This design comes from an exercise in tuning for small area, a short achievable clock period and few clock cycles per item on the open sky130 flow, not from production work.
In this exercise RTL edits were held to simulation tests only and were not proved equivalent to the original.

==> design.v <==
module sw_benc #(parameter BW = 16, parameter ND = BW/2 + 1) (
    input  wire [BW-1:0]   m,
    output wire [3*ND-1:0] e,
    output wire [3*ND-1:0] eb
);
    wire [2*ND:0] mx = {{(2*ND-BW){1'b0}}, m, 1'b0};
    genvar j;
    generate
        for (j = 0; j < ND; j = j + 1) begin : g
            wire b0 = mx[2*j], b1 = mx[2*j+1], b2 = mx[2*j+2];
            assign e[3*j]   = b1 ^ b0;                              
            assign e[3*j+1] = (b2 & ~b1 & ~b0) | (~b2 & b1 & b0);   
            assign e[3*j+2] = b2 & ~(b1 & b0);                      
        end
    endgenerate
    assign eb = ~e;
endmodule
module sw_bmul #(parameter AW = 16, parameter ND = 9, parameter PW = 32,
                 parameter [PW-1:0] K = 0) (
    input  wire [AW-1:0]   a,
    input  wire [AW-1:0]   an,
    input  wire [3*ND-1:0] e,
    input  wire [3*ND-1:0] eb,
    output wire [PW-1:0]   p
);
    localparam RW = AW + 4 + 2*ND;
    function [PW-1:0] zero_rows;
        input integer dummy;
        integer j;
        reg [RW-1:0] r;
        begin
            r = 0; r[AW+3] = 1'b1;
            zero_rows = r[PW-1:0];
            for (j = 1; j < ND - 1; j = j + 1) begin
                r = 0; r[2*j+AW+1] = 1'b1;
                zero_rows = zero_rows + r[PW-1:0];
            end
        end
    endfunction
    localparam [PW-1:0] KC = K - zero_rows(0);
    localparam HB = AW / 2;
    wire [RW*ND-1:0] rows;
    wire [ND-1:0] neg;
    genvar j, k;
    generate
        for (j = 0; j < ND; j = j + 1) begin : g
            wire [AW-1:0] aa = (j < ND / 2) ? a : ~an;
            wire [AW+1:0] ax = {1'b0, aa, 1'b0};
            wire [AW:0] r;
            assign neg[j] = e[3*j+2];
            for (k = 0; k <= AW; k = k + 1) begin : b
                wire one = (k < HB) ? e[3*j]   : ~eb[3*j];
                wire two = (k < HB) ? e[3*j+1] : ~eb[3*j+1];
                wire ng  = (k < HB) ? e[3*j+2] : ~eb[3*j+2];
                assign r[k] = ((one & ax[k+1]) | (two & ax[k])) ^ ng;
            end
            if (j == 0) begin : r0
                assign rows[RW*j +: RW] = {{(RW-AW-4){1'b0}}, ~neg[0], neg[0], neg[0], r};
            end else if (j < ND - 1) begin : rm
                wire [RW-1:0] v = {{(RW-AW-2){1'b0}}, ~neg[j], r, 1'b0, neg[j-1]};
                assign rows[RW*j +: RW] = v << (2*j - 2);
            end else begin : rl
                wire [RW-1:0] v = {{(RW-AW-2){1'b0}}, r[AW-1:0], 1'b0, neg[j-1]};
                assign rows[RW*j +: RW] = v << (2*j - 2);
            end
        end
    endgenerate
    integer i;
    reg [PW-1:0] acc;
    always @(*) begin
        acc = KC;
        for (i = 0; i < ND; i = i + 1)
            acc = acc + rows[RW*i +: PW];
    end
    assign p = acc;
endmodule
module sward_mul16 (
    input  wire [15:0] a,
    input  wire [15:0] b,
    output wire [15:0] y
);
    wire [31:0] p = a * b + 32'd32767;
    wire [32:0] s = {1'b0, p} + {17'd0, p[31:16]} + 33'd1;
    assign y = s[31:16];
endmodule
module sward_layer_prod #(parameter WITH_A = 1) (
    input  wire [15:0] lin,
    input  wire [15:0] alpha,
    input  wire        lt,
    input  wire [14:0] oe,
    input  wire [14:0] oeb,
    output wire [23:0] ts,
    output wire [23:0] ta
);
    wire [15:0] lin_lim = lt ? lin : alpha;
    sw_bmul #(.AW(16), .ND(5), .PW(24), .K(24'd128)) u_s (
        .a(lin_lim), .an(~lin_lim), .e(oe), .eb(oeb), .p(ts));
    generate
        if (WITH_A) begin : g_a
            sw_bmul #(.AW(16), .ND(5), .PW(24), .K(24'd128)) u_a (
                .a(alpha), .an(~alpha), .e(oe), .eb(oeb), .p(ta));
        end else begin : g_na
            assign ta = 24'd0;
        end
    endgenerate
endmodule
module sward_rnd255 (
    input  wire [23:0] t,
    output wire [15:0] q
);
    wire [31:0] u  = {t, 8'd0} + {8'd0, t};
    wire [15:0] h  = u[31:16];
    wire        cy = (u[15:0] > ~h);
    assign q = h + {15'd0, cy};
endmodule
module sward_layer_ops (
    input  wire [23:0] ts,
    input  wire [23:0] ta,
    input  wire        en,
    input  wire [2:0]  blend,
    output reg  [15:0] m,
    output reg  [15:0] x,
    output reg         cz,
    output reg  [1:0]  sel
);
    wire [15:0] s, a;
    sward_rnd255 u_s (.t(ts), .q(s));
    sward_rnd255 u_a (.t(ta), .q(a));
    wire [15:0] inv_a = ~a;
    wire [15:0] s_inv = s + inv_a;           
    always @(*) begin
        m = 16'hFFFF; x = s; cz = 1'b0; sel = 2'd0;
        if (en) begin
            case (blend)
                3'd0: begin m = inv_a; cz = 1'b1; end           
                3'd1: begin m = s_inv; end                      
                3'd2: begin sel = 2'd1; end                     
                3'd3: begin sel = 2'd2; x = s_inv; end          
                3'd4: begin sel = 2'd3; end                     
                default: begin m = 16'd0; cz = 1'b1; end        
            endcase
        end
    end
endmodule
module sward_dstep_b (
    input  wire [31:0] n,
    input  wire [15:0] d,
    input  wire [15:0] x,
    input  wire        cz,
    input  wire [1:0]  sel,
    output reg  [15:0] d_out
);
    wire [15:0] h  = n[31:16];
    wire        cy = (n[15:0] > ~h);
    wire [15:0] c  = cz ? x : 16'd0;
    wire [15:0] y  = h + c + {15'd0, cy};
    wire [16:0] ad = {1'b0, d} + {1'b0, x};
    always @(*) begin
        case (sel)
            2'd0: d_out = y;
            2'd1: d_out = (d > x) ? d : x;
            2'd2: d_out = (d < x) ? d : x;
            default: d_out = ad[16] ? 16'hFFFF : ad[15:0];
        endcase
    end
endmodule
module sward_pixel_backend (
    input  wire        clk,
    input  wire        rst,           
    input  wire        in_valid,
    output wire        in_ready,
    input  wire [3:0]  l_en,
    input  wire [63:0] l_lin,
    input  wire [63:0] l_alpha,
    input  wire [31:0] l_opacity,
    input  wire [11:0] l_blend,
    input  wire [15:0] stamp_t,
    input  wire [15:0] calword,
    input  wire [15:0] gov_g,
    input  wire [3:0]  frame,
    input  wire [1:0]  px_x,
    input  wire [1:0]  px_y,
    input  wire [1:0]  dither_mode,
    output wire        out_valid,
    input  wire        out_ready,
    output wire [7:0]  h_code,
    output wire [7:0]  l_code,
    output wire        clamp
);
    localparam NS  = 13;            
    localparam CAP = NS + 2;        
    localparam QD  = CAP - 1;       
    reg        rdy_r;
    reg  [4:0] cnt;
    reg        ov_r;
    wire       acc  = in_valid & rdy_r & ~rst;
    wire       take = ov_r & out_ready;
    wire [4:0] cnt_n = cnt + {4'd0, acc} - {4'd0, take};
    always @(posedge clk) begin
        if (rst) begin
            cnt   <= 5'd0;
            rdy_r <= 1'b1;
        end else begin
            cnt   <= cnt_n;
            rdy_r <= (cnt_n < CAP);
        end
    end
    assign in_ready = rdy_r;
    reg [NS-1:0] v;
    always @(posedge clk) begin
        if (rst) v <= {NS{1'b0}};
        else     v <= {v[NS-2:0], acc};
    end
    wire [59:0] oe_in, oeb_in;
    wire [3:0]  lt_in;
    genvar i;
    generate
        for (i = 0; i < 4; i = i + 1) begin : g_in
            sw_benc #(.BW(8)) u_oe (.m(l_opacity[8*i +: 8]), .e(oe_in[15*i +: 15]), .eb(oeb_in[15*i +: 15]));
            assign lt_in[i] = (l_lin[16*i +: 16] < l_alpha[16*i +: 16]);
        end
    endgenerate
    wire [3:0] k_in = frame + {px_y, 2'b00} + {2'b00, px_x};
    reg  [3:0] dseq;
    always @(*) begin
        case (k_in)
            4'd0:  dseq = 4'd0;   4'd1:  dseq = 4'd8;
            4'd2:  dseq = 4'd4;   4'd3:  dseq = 4'd12;
            4'd4:  dseq = 4'd2;   4'd5:  dseq = 4'd10;
            4'd6:  dseq = 4'd6;   4'd7:  dseq = 4'd14;
            4'd8:  dseq = 4'd1;   4'd9:  dseq = 4'd9;
            4'd10: dseq = 4'd5;   4'd11: dseq = 4'd13;
            4'd12: dseq = 4'd3;   4'd13: dseq = 4'd11;
            4'd14: dseq = 4'd7;   default: dseq = 4'd15;
        endcase
    end
    wire [3:0] thr_in = (dither_mode == 2'd0) ? dseq : (dither_mode == 2'd1) ? 4'd7 : 4'd15;
    wire       frc_in = (calword[3:0] > 4'd2);      
    wire       lz_in  = (calword[3:0] == 4'd0);     
    reg [3:0]  en0, lt0;
    reg [63:0] lin0, alp0;
    reg [59:0] oe0;
    reg [11:0] bop0;
    reg [15:0] t0, g0;
    reg [11:0] gn0;
    reg [5:0]  f0;
    always @(posedge clk) begin
        en0 <= l_en; lt0 <= lt_in; lin0 <= l_lin; alp0 <= l_alpha;
        oe0 <= oe_in; bop0 <= l_blend;
        t0 <= stamp_t; gn0 <= calword[15:4]; g0 <= gov_g;
        f0 <= {thr_in, lz_in, frc_in};
    end
    wire [24*4-1:0] ts1_n, ta1_n;
    generate
        for (i = 0; i < 4; i = i + 1) begin : g_prod
            sward_layer_prod #(.WITH_A(i != 0)) u_prod (
                .lin(lin0[16*i +: 16]), .alpha(alp0[16*i +: 16]), .lt(lt0[i]),
                .oe(oe0[15*i +: 15]), .oeb(~oe0[15*i +: 15]),
                .ts(ts1_n[24*i +: 24]), .ta(ta1_n[24*i +: 24]));
        end
    endgenerate
    reg [24*4-1:0] ts1, ta1;
    reg [3:0]      en1;
    reg [11:0]     bop1;
    always @(posedge clk) begin
        ts1 <= ts1_n; ta1 <= ta1_n; en1 <= en0; bop1 <= bop0;
    end
    reg [16*8-1:0]  tp;      
    reg [12*10-1:0] gnp;
    reg [16*11-1:0] gp;
    reg [6*12-1:0]  fp;
    always @(posedge clk) begin
        tp  <= {tp[16*7-1:0], t0};
        gnp <= {gnp[12*9-1:0], gn0};
        gp  <= {gp[16*10-1:0], g0};
        fp  <= {fp[6*11-1:0], f0};
    end
    wire [15:0] t_r7  = tp[16*6 +: 16];
    wire [11:0] gn_r9 = gnp[12*8 +: 12];
    wire [15:0] g_r10 = gp[16*9 +: 16];
    wire [5:0]  f_r12 = fp[6*11 +: 6];
    wire [15:0] m2_n [1:3];
    wire [15:0] x2_n [1:3];
    wire        cz2_n [1:3];
    wire [1:0]  sel2_n [1:3];
    generate
        for (i = 1; i < 4; i = i + 1) begin : g_ops
            sward_layer_ops u_ops (
                .ts(ts1[24*i +: 24]), .ta(ta1[24*i +: 24]), .en(en1[i]), .blend(bop1[3*i +: 3]),
                .m(m2_n[i]), .x(x2_n[i]), .cz(cz2_n[i]), .sel(sel2_n[i]));
        end
    endgenerate
    wire [15:0] s0;
    sward_rnd255 u_s0 (.t(ts1[23:0]), .q(s0));
    wire        z0 = !en1[0] || (bop1[2:0] == 3'd1) || (bop1[2:0] == 3'd3);
    wire [15:0] d1_n = z0 ? 16'd0 : s0;
    wire [26:0] d1e_n, d1eb_n;
    sw_benc #(.BW(16)) u_ed1 (.m(d1_n), .e(d1e_n), .eb(d1eb_n));
    reg [15:0] d2;                        
    reg [26:0] d1e2;
    reg [15:0] m1_2;
    reg [15:0] x1_2, m2_2, x2_2, m3_2, x3_2;
    reg        cz1_2, cz2_2, cz3_2;
    reg [1:0]  sel1_2, sel2_2, sel3_2;
    always @(posedge clk) begin
        d2 <= d1_n; d1e2 <= d1e_n;
        m1_2 <= m2_n[1];
        x1_2 <= x2_n[1]; cz1_2 <= cz2_n[1]; sel1_2 <= sel2_n[1];
        m2_2 <= m2_n[2]; x2_2 <= x2_n[2]; cz2_2 <= cz2_n[2]; sel2_2 <= sel2_n[2];
        m3_2 <= m2_n[3]; x3_2 <= x2_n[3]; cz3_2 <= cz2_n[3]; sel3_2 <= sel2_n[3];
    end
    wire [31:0] n1_n;
    sw_bmul #(.AW(16), .ND(9), .PW(32), .K(32'd32768)) u_a1 (
        .a(m1_2), .an(~m1_2), .e(d1e2), .eb(~d1e2), .p(n1_n));
    wire [26:0] m2e_n, m2eb_n;
    sw_benc #(.BW(16)) u_e2 (.m(m2_2), .e(m2e_n), .eb(m2eb_n));
    reg [31:0] n1_3;
    reg [15:0] d3, x1_3, x2_3, m3_3, x3_3;
    reg [26:0] m2e3;
    reg        cz1_3, cz2_3, cz3_3;
    reg [1:0]  sel1_3, sel2_3, sel3_3;
    always @(posedge clk) begin
        n1_3 <= n1_n; d3 <= d2; x1_3 <= x1_2; cz1_3 <= cz1_2; sel1_3 <= sel1_2;
        m2e3 <= m2e_n; x2_3 <= x2_2; cz2_3 <= cz2_2; sel2_3 <= sel2_2;
        m3_3 <= m3_2; x3_3 <= x3_2; cz3_3 <= cz3_2; sel3_3 <= sel3_2;
    end
    wire [15:0] d4_n;
    sward_dstep_b u_b1 (.n(n1_3), .d(d3), .x(x1_3), .cz(cz1_3), .sel(sel1_3), .d_out(d4_n));
    reg [15:0] d4, x2_4, m3_4, x3_4;
    reg [26:0] m2e4;
    reg        cz2_4, cz3_4;
    reg [1:0]  sel2_4, sel3_4;
    always @(posedge clk) begin
        d4 <= d4_n;
        m2e4 <= m2e3; x2_4 <= x2_3; cz2_4 <= cz2_3; sel2_4 <= sel2_3;
        m3_4 <= m3_3; x3_4 <= x3_3; cz3_4 <= cz3_3; sel3_4 <= sel3_3;
    end
    wire [31:0] n2_n;
    sw_bmul #(.AW(16), .ND(9), .PW(32), .K(32'd32768)) u_a2 (
        .a(d4), .an(~d4), .e(m2e4), .eb(~m2e4), .p(n2_n));
    wire [26:0] m3e_n, m3eb_n;
    sw_benc #(.BW(16)) u_e3 (.m(m3_4), .e(m3e_n), .eb(m3eb_n));
    reg [31:0] n2_5;
    reg [15:0] d5, x2_5, x3_5;
    reg [26:0] m3e5;
    reg        cz2_5, cz3_5;
    reg [1:0]  sel2_5, sel3_5;
    always @(posedge clk) begin
        n2_5 <= n2_n; d5 <= d4; x2_5 <= x2_4; cz2_5 <= cz2_4; sel2_5 <= sel2_4;
        m3e5 <= m3e_n; x3_5 <= x3_4; cz3_5 <= cz3_4; sel3_5 <= sel3_4;
    end
    wire [15:0] d6_n;
    sward_dstep_b u_b2 (.n(n2_5), .d(d5), .x(x2_5), .cz(cz2_5), .sel(sel2_5), .d_out(d6_n));
    reg [15:0] d6, x3_6;
    reg [26:0] m3e6;
    reg        cz3_6;
    reg [1:0]  sel3_6;
    always @(posedge clk) begin
        d6 <= d6_n;
        m3e6 <= m3e5; x3_6 <= x3_5; cz3_6 <= cz3_5; sel3_6 <= sel3_5;
    end
    wire [31:0] n3_n;
    sw_bmul #(.AW(16), .ND(9), .PW(32), .K(32'd32768)) u_a3 (
        .a(d6), .an(~d6), .e(m3e6), .eb(~m3e6), .p(n3_n));
    reg [31:0] n3_7;
    reg [15:0] d7, x3_7;
    reg        cz3_7;
    reg [1:0]  sel3_7;
    always @(posedge clk) begin
        n3_7 <= n3_n; d7 <= d6; x3_7 <= x3_6; cz3_7 <= cz3_6; sel3_7 <= sel3_6;
    end
    wire [15:0] d8_n;
    sward_dstep_b u_b3 (.n(n3_7), .d(d7), .x(x3_7), .cz(cz3_7), .sel(sel3_7), .d_out(d8_n));
    wire [26:0] te_n, teb_n;
    sw_benc #(.BW(16)) u_et (.m(t_r7), .e(te_n), .eb(teb_n));
    reg [15:0] d8;
    reg [26:0] te8;
    always @(posedge clk) begin
        d8 <= d8_n; te8 <= te_n;
    end
    wire [31:0] nw_n;
    sw_bmul #(.AW(16), .ND(9), .PW(32), .K(32'd32768)) u_aw (
        .a(d8), .an(~d8), .e(te8), .eb(~te8), .p(nw_n));
    reg [31:0] nw9;
    always @(posedge clk) nw9 <= nw_n;
    wire [15:0] hw  = nw9[31:16];
    wire        cyw = (nw9[15:0] > ~hw);
    wire [15:0] w_n = hw + {15'd0, cyw};
    wire [20:0] gne_n, gneb_n;
    sw_benc #(.BW(12)) u_eg (.m(gn_r9), .e(gne_n), .eb(gneb_n));
    reg [15:0] w10;
    reg [20:0] gne10;
    always @(posedge clk) begin
        w10 <= w_n; gne10 <= gne_n;
    end
    wire [27:0] pw;
    sw_bmul #(.AW(16), .ND(7), .PW(28), .K(28'd1024)) u_gain (
        .a(w10), .an(~w10), .e(gne10), .eb(~gne10), .p(pw));
    wire [26:0] ge_n, geb_n;
    sw_benc #(.BW(16)) u_eG (.m(g_r10), .e(ge_n), .eb(geb_n));
    reg [16:0] p11;
    reg [26:0] ge11;
    always @(posedge clk) begin
        p11 <= pw[27:11]; ge11 <= ge_n;
    end
    wire [32:0] pq;
    sw_bmul #(.AW(17), .ND(9), .PW(33), .K(33'd16384)) u_gov (
        .a(p11), .an(~p11), .e(ge11), .eb(~ge11), .p(pq));
    reg [17:0] q12;
    always @(posedge clk) q12 <= pq[32:15];
    wire        frc  = f_r12[0];
    wire        lz   = f_r12[1];
    wire [3:0]  thr  = f_r12[5:2];
    wire [17:0] lim  = lz ? 18'd65535 : 18'd69360;
    wire        over = (q12 > lim);
    wire [16:0] dval = over ? lim[16:0] : q12[16:0];
    wire [12:0] vv   = dval[16:4];
    wire [3:0]  ff   = dval[3:0];
    wire [7:0]  hh   = vv[12] ? 8'd255 : vv[11:4];
    wire        tt   = (ff > thr);
    wire [12:0] lf   = vv - {1'b0, hh, 4'b0000} + {12'd0, tt};
    wire [16:0] res  = frc ? 17'd0 : {hh, lf[7:0], over};
    wire        res_v = v[NS-1];
    reg [16:0]      head;
    reg [17*QD-1:0] qmem;
    reg [3:0]       rp, wp, qn;
    wire head_free = !ov_r || out_ready;
    wire q_empty   = (qn == 4'd0);
    wire q_pop     = head_free && !q_empty;
    wire q_push    = res_v && !(head_free && q_empty);
    wire [16:0] q_front = qmem[17*rp +: 17];
    always @(posedge clk) begin
        if (rst) begin
            ov_r <= 1'b0;
            rp <= 4'd0; wp <= 4'd0; qn <= 4'd0;
        end else begin
            if (head_free)
                ov_r <= !q_empty || res_v;
            if (q_pop)  rp <= (rp == QD - 1) ? 4'd0 : rp + 4'd1;
            if (q_push) wp <= (wp == QD - 1) ? 4'd0 : wp + 4'd1;
            qn <= qn + {3'd0, q_push} - {3'd0, q_pop};
        end
        if (head_free)
            head <= q_empty ? res : q_front;
        if (res_v)
            qmem[17*wp +: 17] <= res;
    end
    assign out_valid = ov_r;
    assign h_code    = head[16:9];
    assign l_code    = head[8:1];
    assign clamp     = head[0];
endmodule
==> flow/run.sh <==
#!/bin/bash
set -euo pipefail
bash standard.sh SETUP_SLACK_MARGIN=18.5 finish > make_finish.log 2>&1
==> standard.sh <==
#!/bin/bash
# synth_recipe.tcl (not shown) runs the flow's synth.tcl, then flattens the netlist and writes it again
# the make line also repeats each setting of config.mk as NAME=value (left out here)
make -C /OpenROAD-flow-scripts/flow DESIGN_CONFIG=/design/flow/config.mk WORK_HOME=/design/flow/orfs CLKGATE_MAP_FILE= SYNTH_SCRIPT=/design/flow/synth_recipe.tcl "${@:-finish}"
==> config.mk <==
export PLATFORM = sky130hd
export DESIGN_NAME = sward_pixel_backend
export DESIGN_NICKNAME = sward_pixel_backend
export VERILOG_FILES = /design/flow/design.v
export SDC_FILE = /design/flow/constraint.sdc
export NUM_CORES = 4
export LEC_CHECK = 0
export CAP_MARGIN = 20
export CORE_MARGIN = 2
export CORE_UTILIZATION = 60
export PLACE_DENSITY = 0.75
export SLEW_MARGIN = 20
==> constraint.sdc <==
create_clock -name core_clock -period 25.0 [get_ports {clk}]
set_input_delay 5.0000 -clock core_clock [delete_from_list [all_inputs] [get_ports {clk}]]
set_output_delay 5.0000 -clock core_clock [all_outputs]
set_load 0.01 [all_outputs]
==> flow_summary.yaml, run 1 <==
run_status:
  outcome: "finished clean"
final_layout:
  regArea_sq_um: 42200
  nFillCells: 17400
  areaGrowthSynthToFinish_pct: 12.5
  multiInputGateArea_sq_um: 92200
  finalNonFillerCells: 17300
  nets: 16600
  drive_above_1_share_pct: 11.7
  fin_area_sq_um: 156000
clock_network:
  clkTransAtPathRegs_ps: 60
  htree_levels: 4
  cts_tree: "yes"
  cts_buffers: 194
  clock-sinks: 1961
  clk_path_buf_depth: 3
  cts.root.buffer_cell: "clkbuf_16"
  clkLatencyLatePin_ps: 890
  ctsHoldBuffers: 0
setup_path:
  required_ps: 25700
  worst_r2r_path_depth: 34
  cp_num_buf_inv: 3
  critPathCaptureType: "register"
  ff2ff_setup_slack_ps: 18010
  crit_path_frequent_cell: "ha_4"
  worstSetupPathType: "register to register"
  start_kind: "register"
  cp_max_fo: 6
  slowest_delay_ps: 480
  r2r-start: "ts1[32]"
  path_delay_family: "compound AO/OA/AOI/OAI gates"
  worst_path_max_delay_cell: "or4_1"
  critPathArrivalTime_ps: 7690
  r2r-end: "m1_2[15]"
sta:
  setup_ws_ps: 18010
  fin_crit_sh_pct: 28.0
  slew_violations: 0
  rsz0062_at_grt: "true"
  clock.fmax_ghz: 0.143
  worst_pin_slew_ps: 1190
  layout_min_cycle_time_ps: 6990
  finClkSkew_ps: 75.7
  hold_viol_final: 0
  final-setup-viol-count: 0
  fin_tns_setup_ps: 0
  holdWs_ps: 266
  relSlewSlack_pct: 20.5
yosys:
  ys_seq_elements: 1961
  syn_nets: 16600
  synthesis.area_sq_um: 139000
  synth.top_cell.area_share_pct: 24.6
  ys_types: 104
  ys_async_sr_fraction_pct: 0
  synth_edf_count: 255
  synth_cells: 14100
  yosys-top-cells-area: "dfxtp_1, fa_1, ha_1"
  syn_avg_cell_area_sq_um: 9.85
  yosys_warnings: 7
  yosysSeqAreaShare_pct: 30.2
  synth_largest_area_cell: "dfxtp_1"
  synth-main-ff-cell: "dfxtp_1"
floorplan:
  die_area_sq_um: 235000
  row_count: 176
  core_sq_um: 230000
  start_util_pct: 60.3
  die_y_um: 485
  die_w_um: 485
  io_pins: 257
grt:
  grtUsageTotal_pct: 28.6
  grt_pass1_wl_um: 554000
  grt_max_degree: 98
  grt_pass1_vias: 105000
  grt-ovfl-total: 0
  antenna_found_initial: 6
run:
  cap_violations: 0
route:
  wirelength_um: 345000
  drtIter0Drc: 9342
  drtPass1Iterations: 7
  vias: 104000
  ant_nets: 0
  viasPerCell: 6.00
  wl_per_cell_um: 20.0
  drc: 0
place:
  dp_slack_ps: 17010
  port_buffers: 255
  gp_congestion: 0.923
  dp.cells: 16600
  dp_hpwl_um: 249000
  placed_area_sq_um: 143000
worst_hold_path:
  hold_path_class: "register to register"
  holdPathEnd: "gnp[45]"
  whs_path_depth: 0
  hp-start: "gnp[33]"
cell usage after synthesis, types with 19 or more instances:
cell type / count
and2_1: 259
a22oi_1: 1131
nor3b_1: 19
or3_1: 44
o31ai_1: 32
nor2_1: 419
a211oi_1: 43
a21oi_1: 497
o21a_1: 112
nand4_1: 74
nor2b_1: 159
and3_1: 81
a21o_1: 180
a221oi_1: 21
dfxtp_1: 1706
mux4_2: 51
o21ai_0: 590
ha_1: 1337
xor2_1: 665
a21boi_0: 33
mux2i_1: 47
nand3_1: 123
a22o_1: 27
clkbuf_1: 765
a31oi_1: 45
mux2_2: 113
nor3_1: 144
nand2b_1: 126
inv_1: 1316
buf_1: 63
fa_1: 957
nor4_1: 19
o221ai_1: 24
xnor2_1: 1243
o21bai_1: 111
o211ai_1: 49
or2_2: 29
edfxtp_1: 255
nand3b_1: 48
nand2_1: 789
cells by family (layout without fill, tap and decap cells):
group | count (synthesis) | after routing | synth area share [%]
and+or+nand+nor | 2387 | 2388 | 8.51
DFF | 1961 | 1961 | 30.2
AOI/OAI and AO/OA | 3128 | 3128 | 15.3
adders and majority gates | 2298 | 2298 | 25.9
xor gates and xnor gates | 1912 | 1912 | 12.1
muxes | 212 | 212 | 2.09
buffers and inverters | 2176 | 2331 | 5.90
other | 0 | 3 | 0
worst max path at each step:
stage                from        to  slack [ps]  cells past startpoint
2_1_floorplan  l_alpha[1]    lt0[0]       17950                     15
3_3_place_gp   l_alpha[1]    lt0[0]       17050                     16
3_5_place_dp   l_alpha[1]    lt0[0]       17010                     16
4_1_cts           ts1[80]  m3_2[15]       18080                     31
5_1_grt           ts1[32]  m1_2[15]       17760                     34
6_report          ts1[32]  m1_2[15]       18010                     34
cell type report:
class / instances / area share [%]
Multi-Input combinational cell: 9938 / 59.1
Sequential cell: 1961 / 27.1
Tap cell: 3026 / 2.43
Clock inverter: 110 / 1.10
Inverter: 1340 / 3.29
Antenna cell: 3 / 0.00482
Timing Repair Buffer: 625 / 3.45
Clock buffer: 256 / 3.50
per-layer routing:
metal	global-route usage, %	vias to the layer above	routed length, um
li1	-	47900	-
met1	38.3	50600	145000
met2	47.3	4212	164000
met3	3.89	779	23800
met4	10.7	2	12700
met5	0	-	11
cells in the final DEF (no fill, tap or decap), drive strengths merged, types with 159 or more instances in the layout:
cell | netlist | final
a21o | 180 | 180
a21oi | 499 | 499
a22oi | 1131 | 1131
and2 | 261 | 261
buf | 70 | 396
clkbuf | 766 | 261
clkdlybuf4s50 | 0 | 201
dfxtp | 1706 | 1706
edfxtp | 255 | 255
fa | 957 | 957
ha | 1337 | 1337
inv | 1329 | 1348
nand2 | 789 | 789
nor2 | 419 | 419
nor2b | 159 | 159
o21ai | 607 | 607
xnor2 | 1244 | 1244
xor2 | 666 | 666
registers in the layout, indices dropped and copies added (netlist names), 72 cells and up:
signal  flops
tp        112
gnp       108
gp        160
qmem      238
ts1        96
ta1        72
fp         72
per-stage QoR:
step | utilization (%)
final | 67.8
after global routing | 67.8
after CTS | 66.8
after detailed placement | 62.2
after global placement | 62.2
after floorplan | -
timing repair:
action,4_1_cts,5_1_grt
resized for setup,642,416
buffers inserted,179,88
cloned,0,1
setup endpoints to repair,126,124
pin swaps,212,232
Testbench counts, summed over its fixed seeds: cycles 6,512, items 6,400.
==> run 2, diff against run 1 <==
--- a/design.v
+++ b/design.v
@@ -239,14 +239,14 @@
     wire       lz_in  = (calword[3:0] == 4'd0);     
     reg [3:0]  en0, lt0;
     reg [63:0] lin0, alp0;
-    reg [59:0] oe0;
+    reg [59:0] oe0, oeb0;
     reg [11:0] bop0;
     reg [15:0] t0, g0;
     reg [11:0] gn0;
     reg [5:0]  f0;
     always @(posedge clk) begin
         en0 <= l_en; lt0 <= lt_in; lin0 <= l_lin; alp0 <= l_alpha;
-        oe0 <= oe_in; bop0 <= l_blend;
+        oe0 <= oe_in; oeb0 <= oeb_in; bop0 <= l_blend;
         t0 <= stamp_t; gn0 <= calword[15:4]; g0 <= gov_g;
         f0 <= {thr_in, lz_in, frc_in};
     end
@@ -255,7 +255,7 @@
         for (i = 0; i < 4; i = i + 1) begin : g_prod
             sward_layer_prod #(.WITH_A(i != 0)) u_prod (
                 .lin(lin0[16*i +: 16]), .alpha(alp0[16*i +: 16]), .lt(lt0[i]),
-                .oe(oe0[15*i +: 15]), .oeb(~oe0[15*i +: 15]),
+                .oe(oe0[15*i +: 15]), .oeb(oeb0[15*i +: 15]),
                 .ts(ts1_n[24*i +: 24]), .ta(ta1_n[24*i +: 24]));
         end
     endgenerate
@@ -297,71 +297,71 @@
     wire [26:0] d1e_n, d1eb_n;
     sw_benc #(.BW(16)) u_ed1 (.m(d1_n), .e(d1e_n), .eb(d1eb_n));
     reg [15:0] d2;                        
-    reg [26:0] d1e2;
-    reg [15:0] m1_2;
+    reg [26:0] d1e2, d1eb2;
+    reg [15:0] m1_2, m1n_2;
     reg [15:0] x1_2, m2_2, x2_2, m3_2, x3_2;
     reg        cz1_2, cz2_2, cz3_2;
     reg [1:0]  sel1_2, sel2_2, sel3_2;
     always @(posedge clk) begin
-        d2 <= d1_n; d1e2 <= d1e_n;
-        m1_2 <= m2_n[1];
+        d2 <= d1_n; d1e2 <= d1e_n; d1eb2 <= d1eb_n;
+        m1_2 <= m2_n[1]; m1n_2 <= ~m2_n[1];
         x1_2 <= x2_n[1]; cz1_2 <= cz2_n[1]; sel1_2 <= sel2_n[1];
         m2_2 <= m2_n[2]; x2_2 <= x2_n[2]; cz2_2 <= cz2_n[2]; sel2_2 <= sel2_n[2];
         m3_2 <= m2_n[3]; x3_2 <= x2_n[3]; cz3_2 <= cz2_n[3]; sel3_2 <= sel2_n[3];
     end
     wire [31:0] n1_n;
     sw_bmul #(.AW(16), .ND(9), .PW(32), .K(32'd32768)) u_a1 (
-        .a(m1_2), .an(~m1_2), .e(d1e2), .eb(~d1e2), .p(n1_n));
+        .a(m1_2), .an(m1n_2), .e(d1e2), .eb(d1eb2), .p(n1_n));
     wire [26:0] m2e_n, m2eb_n;
     sw_benc #(.BW(16)) u_e2 (.m(m2_2), .e(m2e_n), .eb(m2eb_n));
     reg [31:0] n1_3;
     reg [15:0] d3, x1_3, x2_3, m3_3, x3_3;
-    reg [26:0] m2e3;
+    reg [26:0] m2e3, m2eb3;
     reg        cz1_3, cz2_3, cz3_3;
     reg [1:0]  sel1_3, sel2_3, sel3_3;
     always @(posedge clk) begin
         n1_3 <= n1_n; d3 <= d2; x1_3 <= x1_2; cz1_3 <= cz1_2; sel1_3 <= sel1_2;
-        m2e3 <= m2e_n; x2_3 <= x2_2; cz2_3 <= cz2_2; sel2_3 <= sel2_2;
+        m2e3 <= m2e_n; m2eb3 <= m2eb_n; x2_3 <= x2_2; cz2_3 <= cz2_2; sel2_3 <= sel2_2;
         m3_3 <= m3_2; x3_3 <= x3_2; cz3_3 <= cz3_2; sel3_3 <= sel3_2;
     end
     wire [15:0] d4_n;
     sward_dstep_b u_b1 (.n(n1_3), .d(d3), .x(x1_3), .cz(cz1_3), .sel(sel1_3), .d_out(d4_n));
-    reg [15:0] d4, x2_4, m3_4, x3_4;
-    reg [26:0] m2e4;
+    reg [15:0] d4, d4n, x2_4, m3_4, x3_4;
+    reg [26:0] m2e4, m2eb4;
     reg        cz2_4, cz3_4;
     reg [1:0]  sel2_4, sel3_4;
     always @(posedge clk) begin
-        d4 <= d4_n;
-        m2e4 <= m2e3; x2_4 <= x2_3; cz2_4 <= cz2_3; sel2_4 <= sel2_3;
+        d4 <= d4_n; d4n <= ~d4_n;
+        m2e4 <= m2e3; m2eb4 <= m2eb3; x2_4 <= x2_3; cz2_4 <= cz2_3; sel2_4 <= sel2_3;
         m3_4 <= m3_3; x3_4 <= x3_3; cz3_4 <= cz3_3; sel3_4 <= sel3_3;
     end
     wire [31:0] n2_n;
     sw_bmul #(.AW(16), .ND(9), .PW(32), .K(32'd32768)) u_a2 (
-        .a(d4), .an(~d4), .e(m2e4), .eb(~m2e4), .p(n2_n));
+        .a(d4), .an(d4n), .e(m2e4), .eb(m2eb4), .p(n2_n));
     wire [26:0] m3e_n, m3eb_n;
     sw_benc #(.BW(16)) u_e3 (.m(m3_4), .e(m3e_n), .eb(m3eb_n));
     reg [31:0] n2_5;
     reg [15:0] d5, x2_5, x3_5;
-    reg [26:0] m3e5;
+    reg [26:0] m3e5, m3eb5;
     reg        cz2_5, cz3_5;
     reg [1:0]  sel2_5, sel3_5;
     always @(posedge clk) begin
         n2_5 <= n2_n; d5 <= d4; x2_5 <= x2_4; cz2_5 <= cz2_4; sel2_5 <= sel2_4;
-        m3e5 <= m3e_n; x3_5 <= x3_4; cz3_5 <= cz3_4; sel3_5 <= sel3_4;
+        m3e5 <= m3e_n; m3eb5 <= m3eb_n; x3_5 <= x3_4; cz3_5 <= cz3_4; sel3_5 <= sel3_4;
     end
     wire [15:0] d6_n;
     sward_dstep_b u_b2 (.n(n2_5), .d(d5), .x(x2_5), .cz(cz2_5), .sel(sel2_5), .d_out(d6_n));
-    reg [15:0] d6, x3_6;
-    reg [26:0] m3e6;
+    reg [15:0] d6, d6n, x3_6;
+    reg [26:0] m3e6, m3eb6;
     reg        cz3_6;
     reg [1:0]  sel3_6;
     always @(posedge clk) begin
-        d6 <= d6_n;
-        m3e6 <= m3e5; x3_6 <= x3_5; cz3_6 <= cz3_5; sel3_6 <= sel3_5;
+        d6 <= d6_n; d6n <= ~d6_n;
+        m3e6 <= m3e5; m3eb6 <= m3eb5; x3_6 <= x3_5; cz3_6 <= cz3_5; sel3_6 <= sel3_5;
     end
     wire [31:0] n3_n;
     sw_bmul #(.AW(16), .ND(9), .PW(32), .K(32'd32768)) u_a3 (
-        .a(d6), .an(~d6), .e(m3e6), .eb(~m3e6), .p(n3_n));
+        .a(d6), .an(d6n), .e(m3e6), .eb(m3eb6), .p(n3_n));
     reg [31:0] n3_7;
     reg [15:0] d7, x3_7;
     reg        cz3_7;
@@ -373,14 +373,14 @@
     sward_dstep_b u_b3 (.n(n3_7), .d(d7), .x(x3_7), .cz(cz3_7), .sel(sel3_7), .d_out(d8_n));
     wire [26:0] te_n, teb_n;
     sw_benc #(.BW(16)) u_et (.m(t_r7), .e(te_n), .eb(teb_n));
-    reg [15:0] d8;
-    reg [26:0] te8;
+    reg [15:0] d8, d8n;
+    reg [26:0] te8, teb8;
     always @(posedge clk) begin
-        d8 <= d8_n; te8 <= te_n;
+        d8 <= d8_n; d8n <= ~d8_n; te8 <= te_n; teb8 <= teb_n;
     end
     wire [31:0] nw_n;
     sw_bmul #(.AW(16), .ND(9), .PW(32), .K(32'd32768)) u_aw (
-        .a(d8), .an(~d8), .e(te8), .eb(~te8), .p(nw_n));
+        .a(d8), .an(d8n), .e(te8), .eb(teb8), .p(nw_n));
     reg [31:0] nw9;
     always @(posedge clk) nw9 <= nw_n;
     wire [15:0] hw  = nw9[31:16];
@@ -388,24 +388,24 @@
     wire [15:0] w_n = hw + {15'd0, cyw};
     wire [20:0] gne_n, gneb_n;
     sw_benc #(.BW(12)) u_eg (.m(gn_r9), .e(gne_n), .eb(gneb_n));
-    reg [15:0] w10;
-    reg [20:0] gne10;
+    reg [15:0] w10, w10n;
+    reg [20:0] gne10, gneb10;
     always @(posedge clk) begin
-        w10 <= w_n; gne10 <= gne_n;
+        w10 <= w_n; w10n <= ~w_n; gne10 <= gne_n; gneb10 <= gneb_n;
     end
     wire [27:0] pw;
     sw_bmul #(.AW(16), .ND(7), .PW(28), .K(28'd1024)) u_gain (
-        .a(w10), .an(~w10), .e(gne10), .eb(~gne10), .p(pw));
+        .a(w10), .an(w10n), .e(gne10), .eb(gneb10), .p(pw));
     wire [26:0] ge_n, geb_n;
     sw_benc #(.BW(16)) u_eG (.m(g_r10), .e(ge_n), .eb(geb_n));
-    reg [16:0] p11;
-    reg [26:0] ge11;
+    reg [16:0] p11, p11n;
+    reg [26:0] ge11, geb11;
     always @(posedge clk) begin
-        p11 <= pw[27:11]; ge11 <= ge_n;
+        p11 <= pw[27:11]; p11n <= ~pw[27:11]; ge11 <= ge_n; geb11 <= geb_n;
     end
     wire [32:0] pq;
     sw_bmul #(.AW(17), .ND(9), .PW(33), .K(33'd16384)) u_gov (
-        .a(p11), .an(~p11), .e(ge11), .eb(~ge11), .p(pq));
+        .a(p11), .an(p11n), .e(ge11), .eb(geb11), .p(pq));
     reg [17:0] q12;
     always @(posedge clk) q12 <= pq[32:15];
     wire        frc  = f_r12[0];
--- a/config.mk
+++ b/config.mk
@@ -7,6 +7,6 @@
 export LEC_CHECK = 0
 export CAP_MARGIN = 20
 export CORE_MARGIN = 2
-export CORE_UTILIZATION = 60
-export PLACE_DENSITY = 0.75
+export CORE_UTILIZATION = 40
+export PLACE_DENSITY = 0.6
 export SLEW_MARGIN = 20
==> flow_summary.yaml, run 2 <==
run_status:
  outcome: "finished clean"
floorplan:
  core_sq_um: 365000
  io_pins: 257
  die_area_sq_um: 371000
  die_w_um: 609
  die_y_um: 609
  start_util_pct: 40.1
  row_count: 222
yosys:
  yosys-top-cells-area: "dfxtp_1, fa_1, ha_1"
  synth-main-ff-cell: "dfxtp_1"
  ys_async_sr_fraction_pct: 0
  yosys_warnings: 7
  synth_largest_area_cell: "dfxtp_1"
  synth.top_cell.area_share_pct: 28.0
  synth_cells: 14900
  syn_avg_cell_area_sq_um: 9.86
  yosysMostFrequentCell: "dfxtp_1"
  ys_seq_elements: 2304
  synth_edf_count: 255
  ys_types: 114
  yosysSeqAreaShare_pct: 33.2
  synthesis.area_sq_um: 147000
  synth_common_cells: "dfxtp_1, inv_1, ha_1"
  syn_nets: 17400
final_layout:
  mostFrequentLayoutCell: "dfxtp_1"
  post-route-util_pct: 45.9
  nets: 17500
  largestRegisters: "qmem (238), gp (160), tp (112)"
  drive_above_1_share_pct: 10.3
  areaGrowthSynthToFinish_pct: 14.3
  regMostFlops: "qmem"
  finalNonFillerCells: 20000
  largest_register_ffs: 238
  nFillCells: 34300
  fin_area_sq_um: 168000
  final_cell_mix: "dfxtp_1, inv_1, ha_1, xnor2_1, fa_1"
sta:
  fin_crit_sh_pct: 27.0
  worst_pin_slew_ps: 1150
  slew_violations: 0
  finClkSkew_ps: 98.9
  fin_tns_setup_ps: 0
  hold_viol_final: 0
  rsz0062_at_grt: "true"
  layout_min_cycle_time_ps: 6760
  final-setup-viol-count: 0
  relSlewSlack_pct: 22.8
  clock.fmax_ghz: 0.148
route:
  vias: 104000
  ant_nets: 0
  wirelength_um: 358000
  wl_per_cell_um: 17.9
  viasPerCell: 5.21
  drtIter0Drc: 6690
  drtPass1Iterations: 6
  drc: 0
place:
  placed_area_sq_um: 153000
  port_buffers: 255
  dp.cells: 19300
  gp_congestion: 0.887
  dp_hpwl_um: 269000
setup_path:
  r2r-start: "ts1[87]"
  worstSetupEndpoint: "m3_2[15]"
  critPathArrivalTime_ps: 7560
  crit_path_frequent_cell: "buf_4"
  cp_num_buf_inv: 18
  worstSetupPathType: "register to register"
  startpoint: "ts1[87]"
  slowest_delay_ps: 440
  critPathCaptureType: "register"
  required_ps: 25800
  cp_max_fo: 4
  r2r-end: "m3_2[15]"
  worst_r2r_path_depth: 39
  crit_cells: 39
  start_kind: "register"
  path_delay_family: "compound AO/OA/AOI/OAI gates"
  worst_path_max_delay_cell: "o41a_1"
  ff2ff_setup_slack_ps: 18240
grt:
  grt_pass1_wl_um: 569000
  grt-ovfl-total: 0
  grt_max_degree: 189
  grt_util_met1_pct: 25.9
  grtUsageTotal_pct: 18.8
  grt_most_used_layer: "met2"
  antenna_found_initial: 14
  grt_pass1_vias: 104000
  met2_usage_pct: 31.1
  gr-usage-met3_pct: 2.06
clock_network:
  cts_buffers: 269
  ctsHoldBuffers: 0
  htree_levels: 5
  cts_tree: "yes"
  clkLatencyLatePin_ps: 930
  clkTransAtPathRegs_ps: 60
  clock-sinks: 2304
  cts.root.buffer_cell: "clkbuf_16"
  clk_path_buf_depth: 4
run:
  cap_violations: 0
worst_hold_path:
  hold_path_class: "register to register"
-- run 2: stage by stage --
step / hold slack, ps / setup WS [ps]
global route: 271 / 17960
finish: 279 / 18240
global placement: 310 / 17010
CTS: 279 / 18310
floorplan: 310 / 18040
detailed placement: 312 / 16970
-- run 2: timing repair --
item,in CTS,in global routing
gates cloned,0,0
endpoints found under the setup margin,109,163
setup buffers,149,83
pin swaps,213,225
resized for setup,465,339
-- run 2: worst min-delay path by stage --
| stage | start | endpoint | slack [ps] | cells past startpoint |
|---|---|---|---|---|
| 2_1_floorplan | bop0[0] | bop1[0] | 310 | 0 |
| 3_3_place_gp | m3_2[2] | m3_3[2] | 310 | 0 |
| 3_5_place_dp | gnp[6] | gnp[18] | 310 | 0 |
| 4_1_cts | sel3_2[1] | sel3_3[1] | 280 | 0 |
| 5_1_grt | sel3_2[1] | sel3_3[1] | 270 | 0 |
| 6_report | m3eb5[5] | m3eb6[5] | 280 | 0 |
-- run 2: layer usage --
| metal | wire length [um] | vias up |
|---|---|---|
| met3 | 17900 | 603 |
| met2 | 165000 | 2559 |
| met4 | 11000 | 2 |
| li1 | - | 50700 |
| met1 | 165000 | 50500 |
| met5 | 13 | - |
-- run 2: area by class of cell --
type	count	area (sq um)	area share, %
sequential	2304	48800	29.1
clock buffer	336	7490	4.47
clock inverter	152	1880	1.12
tap	4816	6030	3.60
inverter	1736	6590	3.93
multi-input combinational	10100	92100	54.9
timing repair buffer	548	4710	2.81
antenna	7	17.5	0.0105
-- run 2: logic make-up after synthesis --
family,synth area share (%)
AOI/OAI and AO/OA,14.3
and+or+nand+nor,8.25
adders and majority gates,24.5
xor gates and xnor gates,11.4
buffers and inverters,6.21
DFF,33.2
muxes,2.16
Testbench counts of run 2, summed over its fixed seeds: cycles 6,512, items 6,400.

## port drivers added, routing unchanged
The results above use ideal ports. As a check the final layouts listed here were re-extracted and re-timed, cells and wires unchanged. Step 1, drivers: a clkbuf_16 drives clk and a buf_2 each remaining input, both assumed. Step 2 also shifts input and output timing later by t, the mid clock arrival at the registers, as if the neighbouring blocks saw the same clock. a / b / c = no drivers / after step 1 / after step 2; a / b = the first two.
| run | t, ns | setup WS [ns] | worst data-port slew with drivers (ns) | pins driven straight from the clock port |
|---|---|---|---|---|
| run 1 | 0.945 | 18.011 / 18.011 / 17.596 | 0.09 | 1 |
| run 2 | 0.988 | 18.239 / 18.239 / 17.622 | 0.07 | 1 |
After both steps setup and hold are still met in every run listed. For run 2, which loses most, drivers alone change the setup slack by 0.000 ns; drivers and shift together by -0.617 ns.
